Background: an optimization exercise with open tools, aiming at small area, a short achievable clock period and few clock cycles per item. Do not read the settings as production practice.
At most, simulation tests tie the RTL to the original design; equivalence was not proved.

== P ==
// brimet_divsqrt
module brimet_divsqrt (
    input  wire        clk,
    input  wire        rst,
    input  wire        in_valid,
    output wire        in_ready,
    input  wire [7:0]  in_op,
    input  wire [31:0] in_a,
    input  wire [7:0]  in_aq,
    input  wire [31:0] in_b,
    input  wire [7:0]  in_bq,
    output reg         out_valid,
    output wire [31:0] out_val,
    output wire [7:0]  out_q
);
For scale: roughly 100 flip-flops, about 130 I/O pins.
==> module brimet_divsqrt, before the edit <==
module brimet_divsqrt (
    input  wire        clk,
    input  wire        rst,
    input  wire        in_valid,
    output wire        in_ready,
    input  wire [7:0]  in_op,
    input  wire [31:0] in_a,
    input  wire [7:0]  in_aq,
    input  wire [31:0] in_b,
    input  wire [7:0]  in_bq,
    output reg         out_valid,
    output wire [31:0] out_val,
    output wire [7:0]  out_q
);
    reg         run;     
    reg         fin;     
    reg         rdy;     
    reg  [4:0]  pos;     
    reg  [25:0] W;       
    reg  [25:0] X;       
    reg  [25:0] Q;       
    reg  [8:0]  E;       
    reg         sq;      
    reg         ev;      
    reg         f_sign, f_selb;
    wire load  = ~run & ~fin;
    wire first = (pos == {4'b1100, ev});
    wire last  = (pos == 5'd0 && (Q[23] || ev)) || (pos == 5'd31);
    assign in_ready = rdy;
    assign out_val  = {X[16:8], Q[22:0]};
    assign out_q    = X[7:0];
    reg  [25:0] H;
    integer hk;
    always @* begin
        for (hk = 0; hk < 26; hk = hk + 1)
            H[hk] = sq && (pos == hk);
    end
    wire [26:0] A  = {W, 1'b0};
    wire [27:0] D  = {1'b0, A} - {2'b00, X};
    wire        qb = ~D[27];
    wire [25:0] Wn = qb ? D[25:0] : A[25:0];
    wire [25:0] Xn = (X & ~H) | ({H[24:0], 1'b0} & {26{qb}}) | {1'b0, H[25:1]};
    wire [7:0] eg = E[7:0] & ~Q[25:18];
    wire [7:0] ep = E[7:0] ^ ~Q[25:18];
    reg  [7:0] cg, cp;                   
    integer ei, el;
    always @* begin
        cg = eg;
        cp = ep;
        for (el = 1; el < 8; el = el * 2)
            for (ei = 0; ei < 8; ei = ei + 1)
                if ((ei / el) % 2 == 1) begin
                    cg[ei] = cg[ei] | (cp[ei] & cg[(ei / el) * el - 1]);
                    cp[ei] = cp[ei] & cp[(ei / el) * el - 1];
                end
    end
    wire [8:0] e_div = {cg[7], ep ^ {cg[6:0], 1'b0}};
    wire [8:0] e_sq  = {E[7], ~E[7], ~E[7], E[6:1]};                  
    wire a_ez = (E[7:0] == 8'h00), a_eo = (E[7:0] == 8'hFF);
    wire b_ez = (Q[25:18] == 8'h00), b_eo = (Q[25:18] == 8'hFF);
    wire b_mnz = (X[23:1] != 23'd0);
    wire sp_bad  = sq ? (~a_ez & (a_eo | f_sign)) : (a_eo | b_ez | (b_eo & b_mnz));
    wire sp_zero = sq ? a_ez : (a_ez | (b_eo & ~b_mnz));
    wire [8:0] e_new = sp_bad ? 9'h1FF : sp_zero ? 9'h000 : sq ? e_sq : e_div;
    wire        late = ~Q[25];
    wire        st  = (W != 26'd0);
    wire        inc = Q[0] & (st | Q[1]);
    reg  [22:0] rf;
    reg  [7:0]  rx;
    reg         rc, gc, dn;
    integer ri;
    always @* begin
        rc = inc;
        gc = inc;
        for (ri = 0; ri < 23; ri = ri + 1) begin
            if (ri % 4 == 0) begin
                gc = rc;                                
                rc = rc & (&Q[1+ri +: 4]);              
            end
            rf[ri] = Q[1+ri] ^ gc;
            gc = gc & Q[1+ri];
        end
        dn = late;
        for (ri = 0; ri < 8; ri = ri + 1) begin
            rx[ri] = (ri == 7 ? ~E[7] : E[ri]) ^ dn;
            if (ri < 7)
                dn = dn & ~E[ri];
        end
    end
    wire [30:0] rs  = {rx, rf};
    wire        t_norm = late ? (E >= 9'd130) : (E >= 9'd129);
    wire        t_up   = (late ? (E == 9'd129) : (E == 9'd128)) && (&Q[24:1]);
    wire        r_bad  = t_norm && (late ? (E >= 9'd384) : (E >= 9'd383));
    wire bad     = r_bad;
    reg  [31:0] res;
    always @* begin
        if (bad)
            res = 32'h7FC0_0000;
        else if (!(t_norm || t_up))
            res = {f_sign, 31'd0};
        else if (t_norm)
            res = {f_sign, rs};
        else
            res = {f_sign, 8'd1, 23'd0};
    end
    wire [1:0] ca = {in_aq[7] & in_aq[6], in_aq[6]};
    wire [1:0] cb = {in_bq[7] & in_bq[6], in_bq[6]};
    always @(posedge clk) begin
        f_sign <= in_a[31] ^ (in_b[31] & ~in_op[0]);
        f_selb <= ~in_op[0] & (cb < ca);
    end
    always @(posedge clk) begin
        if (rst) begin
            run       <= 1'b0;
            fin       <= 1'b0;
            rdy       <= 1'b0;
            out_valid <= 1'b0;
        end else begin
            out_valid <= fin & in_valid;
            fin       <= run & last;
            rdy       <= run & last & in_valid;
            run       <= run ? ~last : (load & in_valid);
        end
    end
    always @(posedge clk) begin
        pos <= load ? {4'b1100, in_op[0] & ~in_a[23]} : pos - 5'd1;
        W   <= load ? {2'b00, 1'b1, in_a[22:0]} : Wn;
        if (load)
            X <= {in_op[0] & ~in_a[23], ~(in_op[0] & ~in_a[23]),
                  in_b[22:0] & {23{~in_op[0]}}, 1'b0};
        else if (fin)
            X <= {Xn[25:17], res[31:23], bad ? 8'h03 : (f_selb ? in_bq : in_aq)};
        else
            X <= Xn;
        if (load) begin
            sq <= in_op[0];
            ev <= in_op[0] & ~in_a[23];
            Q  <= {in_b[30:23], 17'd0, 1'b1};
            E  <= {1'b0, in_a[30:23]};
        end else if (fin) begin
            Q <= {Q[24:22], res[22:0]};
        end else begin
            Q <= {Q[24:0], qb};
            if (first)
                E <= e_new;
        end
    end
endmodule
==> flow/config.mk <==
export PLATFORM = sky130hd
export DESIGN_NAME = brimet_divsqrt
export DESIGN_NICKNAME = brimet_divsqrt
export VERILOG_FILES = /design/flow/design.v
export SDC_FILE = /design/flow/constraint.sdc
export NUM_CORES = 4
export LEC_CHECK = 0
export CAP_MARGIN = 20
export CORE_MARGIN = 2
export CORE_UTILIZATION = 40
export CTS_BUF_LIST = sky130_fd_sc_hd__clkbuf_8
export SLEW_MARGIN = 20
==> flow/constraint.sdc <==
create_clock -name core_clock -period 15.0 [get_ports {clk}]
set_input_delay 3.0000 -clock core_clock [delete_from_list [all_inputs] [get_ports {clk}]]
set_output_delay 3.0000 -clock core_clock [all_outputs]
set_load 0.01 [all_outputs]
standard.sh (not shown) runs the stock make flow with config.mk's settings and CLKGATE_MAP_FILE= SYNTH_SCRIPT=/design/flow/synth_recipe.tcl, a recipe that flattens the netlist after the stock synthesis.
==> flow/flow/run.sh <==
#!/bin/bash
# Standard layout, with every port buffered by a plain buf_2 instead of the
# default pick, and a clock tree of clkbuf_8 without dummy loads.
# Output of the run goes to flow_run.log.
set -euo pipefail
export BUFFER_PORTS_ARGS="-buffer_cell sky130_fd_sc_hd__buf_2"
export CTS_ARGS="-sink_clustering_enable -repair_clock_nets -buf_list sky130_fd_sc_hd__clkbuf_8 -dont_use_dummy_load"
bash standard.sh > flow_run.log 2>&1
P finished end to end and its layout was clean on timing, DRC and antenna.
Testbench counts of P, summed over its fixed seeds: cycles 219,945, ops 8,000.
Setup changes, P to Q
-- flow/design.v --
<<< P, line 136
            sq <= in_op[0];
            ev <= in_op[0] & ~in_a[23];
            Q  <= {in_b[30:23], 17'd0, 1'b1};
            E  <= {1'b0, in_a[30:23]};
        end else if (fin) begin
            Q <= {Q[24:22], res[22:0]};
>>> Q, line 136
            sq <= in_op[0];
            ev <= in_op[0] & ~in_a[23];
            Q  <= {in_b[30:23], Q[16:0], 1'b1};
            E  <= {E[8], in_a[30:23]};
        end else if (fin) begin
            Q <= {Q[24:22], res[22:0]};
### Flow results
The relative area change from synthesis to final layout reported for Q is greater than that of P by 0.34 points. The met1 global-route usage of Q is higher than that of P. Post-place setup slack: Q worse than P. P -> Q: fmax flat. Going from P to Q, the post-layout utilization of the core was found to have gone up by 0.16 points. Q did not stop at any stage, and its layout met the timing, DRC and antenna checks.
Testbench counts of Q, summed over its fixed seeds: cycles 219,945, ops 8,000.

========
Setup of v6:
The RTL this note starts from:
==> flow/design.v <==
module brimet_divsqrt #(
    parameter integer K = 2                  
) (
    input  wire        clk,
    input  wire        rst,
    input  wire        in_valid,
    output wire        in_ready,
    input  wire [7:0]  in_op,
    input  wire [31:0] in_a,
    input  wire [7:0]  in_aq,
    input  wire [31:0] in_b,
    input  wire [7:0]  in_bq,
    output reg         out_valid,
    output wire [31:0] out_val,
    output reg  [7:0]  out_q
);
    localparam integer NC = (26 + K - 1) / K;    
    localparam integer NQ = NC * K;              
    localparam integer CW = 4;
    localparam [1:0] S_LOAD = 2'd0, S_RUN = 2'd1, S_FIN = 2'd2;
    reg  [1:0]    state;
    reg  [CW-1:0] cnt;
    reg  [25:0]   W;       
    reg  [25:0]   X;       
    reg  [NQ-1:0] Q;       
    reg  [9:0]    E;       
    reg           sq;      
    reg           ev;      
    reg           fa_ez, fa_eo, fb_ez, fb_eo, fb_mnz, f_sign, f_selb;
    wire run   = (state == S_RUN);
    wire fin   = (state == S_FIN);
    wire load  = (state == S_LOAD);
    wire first = run && (cnt == {CW{1'b0}});
    assign in_ready = fin;
    assign out_val  = {E[8:0], Q[22:0]};
    reg  [25:0] H;
    integer hk;
    always @* begin
        for (hk = 0; hk < 26; hk = hk + 1)
            H[hk] = sq && (((24 - hk) % K) == 0 ? (!ev && cnt == (24 - hk) / K) : 1'b0)
                  || sq && (((25 - hk) % K) == 0 ? ( ev && cnt == (25 - hk) / K) : 1'b0);
    end
    wire [26:0] Hw = {1'b0, H};
    reg  [25:0]   R   [0:K];
    reg  [K-1:0]  qb;
    reg  [26:0]   A, T, U;
    reg  [27:0]   D;
    reg  [25:0]   Xn;
    integer s, i;
    always @* begin
        R[0] = W;
        U = {1'b0, X & ~H};                
        for (s = 0; s < K; s = s + 1) begin
            A = {R[s], 1'b0};
            T = U | (Hw >> s);
            D = {1'b0, A} - {1'b0, T};
            qb[K-1-s] = ~D[27];
            R[s+1] = D[27] ? A[25:0] : D[25:0];
            U = U | ({27{~D[27]}} & ({Hw[25:0], 1'b0} >> s));
        end
        Xn = U[25:0] | (H >> K);
    end
    wire [9:0] e_div = {2'b00, E[7:0]} - {2'b00, Q[NQ-1 -: 8]} + 10'd127;
    wire [9:0] e_sq_sum = {2'b00, E[7:0]} + 10'd127 + {9'd0, ~E[0]};
    wire [9:0] e_sq  = {1'b0, e_sq_sum[9:1]};
    wire         q0 = Q[NQ-1];
    wire [NQ:0]  Qs = q0 ? {Q, 1'b0} : {Q[NQ-2:0], 2'b00};
    wire [25:0]  nv = Qs[NQ -: 26];
    wire         st = (W != 26'd0) | ((NQ > 26) ? (|Qs[NQ-26:0]) : 1'b0);
    wire signed [9:0] te = q0 ? E : E - 10'd1;
    wire [23:0]  m24 = nv[25:2];
    wire         i24 = nv[1] & (nv[0] | st | m24[0]);
    wire [24:0]  r25 = {1'b0, m24} + {24'd0, i24};
    wire signed [9:0] fe = te + {9'd0, r25[24]};
    wire         t_norm = (te >= 10'sd1);
    wire         t_up   = (te == 10'sd0) && (&m24);
    wire         r_bad  = t_norm && (fe >= 10'sd255);
    wire sp_bad  = sq ? (~fa_ez & (fa_eo | f_sign)) : (fa_eo | fb_ez | (fb_eo & fb_mnz));
    wire sp_zero = sq ? fa_ez : (fa_ez | (fb_eo & ~fb_mnz));
    wire bad     = sp_bad | (~sp_zero & r_bad);
    reg  [31:0] res;
    always @* begin
        if (bad)
            res = 32'h7FC0_0000;
        else if (sp_zero || !(t_norm || t_up))
            res = {f_sign, 31'd0};
        else if (t_norm)
            res = {f_sign, fe[7:0], r25[22:0]};
        else
            res = {f_sign, 8'd1, 23'd0};
    end
    wire [1:0] ca = {in_aq[7] & in_aq[6], in_aq[6]};
    wire [1:0] cb = {in_bq[7] & in_bq[6], in_bq[6]};
    always @(posedge clk) begin
        fa_ez  <= (in_a[30:23] == 8'h00);
        fa_eo  <= (in_a[30:23] == 8'hFF);
        fb_ez  <= (in_b[30:23] == 8'h00);
        fb_eo  <= (in_b[30:23] == 8'hFF);
        fb_mnz <= (in_b[22:0] != 23'd0);
        f_sign <= in_a[31] ^ (in_b[31] & ~in_op[0]);
        f_selb <= ~in_op[0] & (cb < ca);
        if (!load)
            out_q <= bad ? 8'h03 : (f_selb ? in_bq : in_aq);
    end
    always @(posedge clk) begin
        if (rst) begin
            state     <= S_LOAD;
            out_valid <= 1'b0;
        end else begin
            out_valid <= fin & in_valid;
            case (state)
                S_LOAD: if (in_valid) state <= S_RUN;
                S_RUN:  if (cnt == NC - 1) state <= S_FIN;
                default: state <= S_LOAD;
            endcase
        end
    end
    always @(posedge clk) begin
        cnt <= run ? cnt + {{(CW-1){1'b0}}, 1'b1} : {CW{1'b0}};
        if (load) begin
            sq <= in_op[0];
            ev <= in_op[0] & ~in_a[23];
            W  <= {2'b00, 1'b1, in_a[22:0]};
            X  <= {in_op[0] & ~in_a[23], ~(in_op[0] & ~in_a[23]), in_b[22:0] & {23{~in_op[0]}}, 1'b0};
            Q  <= {in_b[30:23], {(NQ-8){1'b0}}};
            E  <= {2'b00, in_a[30:23]};
        end else if (fin) begin
            Q[22:0] <= res[22:0];
            E[8:0]  <= res[31:23];
        end else begin
            W <= R[K];
            X <= Xn;
            Q <= {Q[NQ-K-1:0], qb};
            if (first)
                E <= sq ? e_sq : e_div;
        end
    end
endmodule
make LEC_CHECK=0 CAP_MARGIN=20 CORE_MARGIN=2 CORE_UTILIZATION=40 SLEW_MARGIN=20 finish   # period 15.0 ns
run.sh (not shown) runs the stock make flow with config.mk's settings and CLKGATE_MAP_FILE= SYNTH_SCRIPT=/design/flow/synth_recipe.tcl, a recipe that flattens the netlist after the stock synthesis.
Stock flow here: none of the scripts above is used.
Modified inputs, v7 compared to v6
diff --git a/flow/design.v b/flow/design.v
--- a/flow/design.v
+++ b/flow/design.v
@@ -1,5 +1,5 @@
 module brimet_divsqrt #(
-    parameter integer K = 2                  
+    parameter integer K = 3                  
 ) (
     input  wire        clk,
     input  wire        rst,
@@ -33,13 +33,8 @@
     wire first = run && (cnt == {CW{1'b0}});
     assign in_ready = fin;
     assign out_val  = {E[8:0], Q[22:0]};
-    reg  [25:0] H;
-    integer hk;
-    always @* begin
-        for (hk = 0; hk < 26; hk = hk + 1)
-            H[hk] = sq && (((24 - hk) % K) == 0 ? (!ev && cnt == (24 - hk) / K) : 1'b0)
-                  || sq && (((25 - hk) % K) == 0 ? ( ev && cnt == (25 - hk) / K) : 1'b0);
-    end
+    wire [5:0]  p0 = 6'd24 + {5'd0, ev} - K * cnt;
+    wire [25:0] H  = sq ? (26'd1 << p0) : 26'd0;
     wire [26:0] Hw = {1'b0, H};
     reg  [25:0]   R   [0:K];
     reg  [K-1:0]  qb;
--- outcome ---
- v7 finished end to end and its layout was clean on timing, DRC and antenna.
- Diff v6 -> v7: ratio of final minimum period to clock period has increased, global placement routability congestion has increased, final net count has increased.
- Taking v6 as the reference, in v7 placeable core region rose 0.0053 mm², cell area increased by about 19% relative to the old numbers.
- [v7 vs v6] data required time at the worst endpoint: higher in v7
- The total stage count of the critical path reported for v7 is greater than that of v6 by 19.
- v6 → v7: non-clock buffer count up 6.8%, share of synthesized cell area in and, or, nand and nor gates grew by 1.1 points.
- v7 vs v6, commonest non-fill, non-tap cell in the layout: sky130_fd_sc_hd__nor2_1 vs sky130_fd_sc_hd__nand2_1
Testbench counts of v7, summed over its fixed seeds: cycles 88,000, ops 8,000.
Only the layout flow was run in v6; the RTL was not checked for function there.

==> re-timing with driven ports <==
Ports are ideal in the flow. The routed layouts listed here were re-timed in OpenROAD.
Step 1 (the two cells are an assumption about what drives the block):
set clk [get_ports {clk}]
set_driving_cell -lib_cell sky130_fd_sc_hd__clkbuf_16 $clk
set_driving_cell -lib_cell sky130_fd_sc_hd__buf_2 [delete_from_list [all_inputs] $clk]
Step 2 adds t to the input delays and takes it off the output delays; t is the mean of the earliest and latest rising clock arrival at the registers after step 1. Input paths then give back, and output paths get back, about the clock's delay inside the block.
Three values: no drivers, after step 1, after step 2; two values: the first two.
| run | t (ns) | slack for setup (ns) | hold WS [ns] | worst register clock-pin slew, ns | pins driven straight from the clock port |
|---|---|---|---|---|---|
| P | 0.422 | 10.905 / 10.867 / 10.784 | 0.531 / 0.531 / 0.531 | 0.12 / 0.12 | 1 |
| Q | 0.423 | 10.910 / 10.869 / 10.781 | 0.496 / 0.496 / 0.496 | 0.12 / 0.12 | 1 |
| v6 | 0.418 | 5.948 / 5.948 / 5.948 | 0.491 / 0.491 / 0.491 | 0.10 / 0.10 | 1 |
| v7 | 0.478 | 1.370 / 1.370 / 1.370 | 0.489 / 0.489 / 0.489 | 0.07 / 0.07 | 1 |
After both steps every run listed still meets setup and hold. For Q, which loses most, drivers alone change the setup slack by -0.041 ns; drivers and shift together by -0.129 ns.
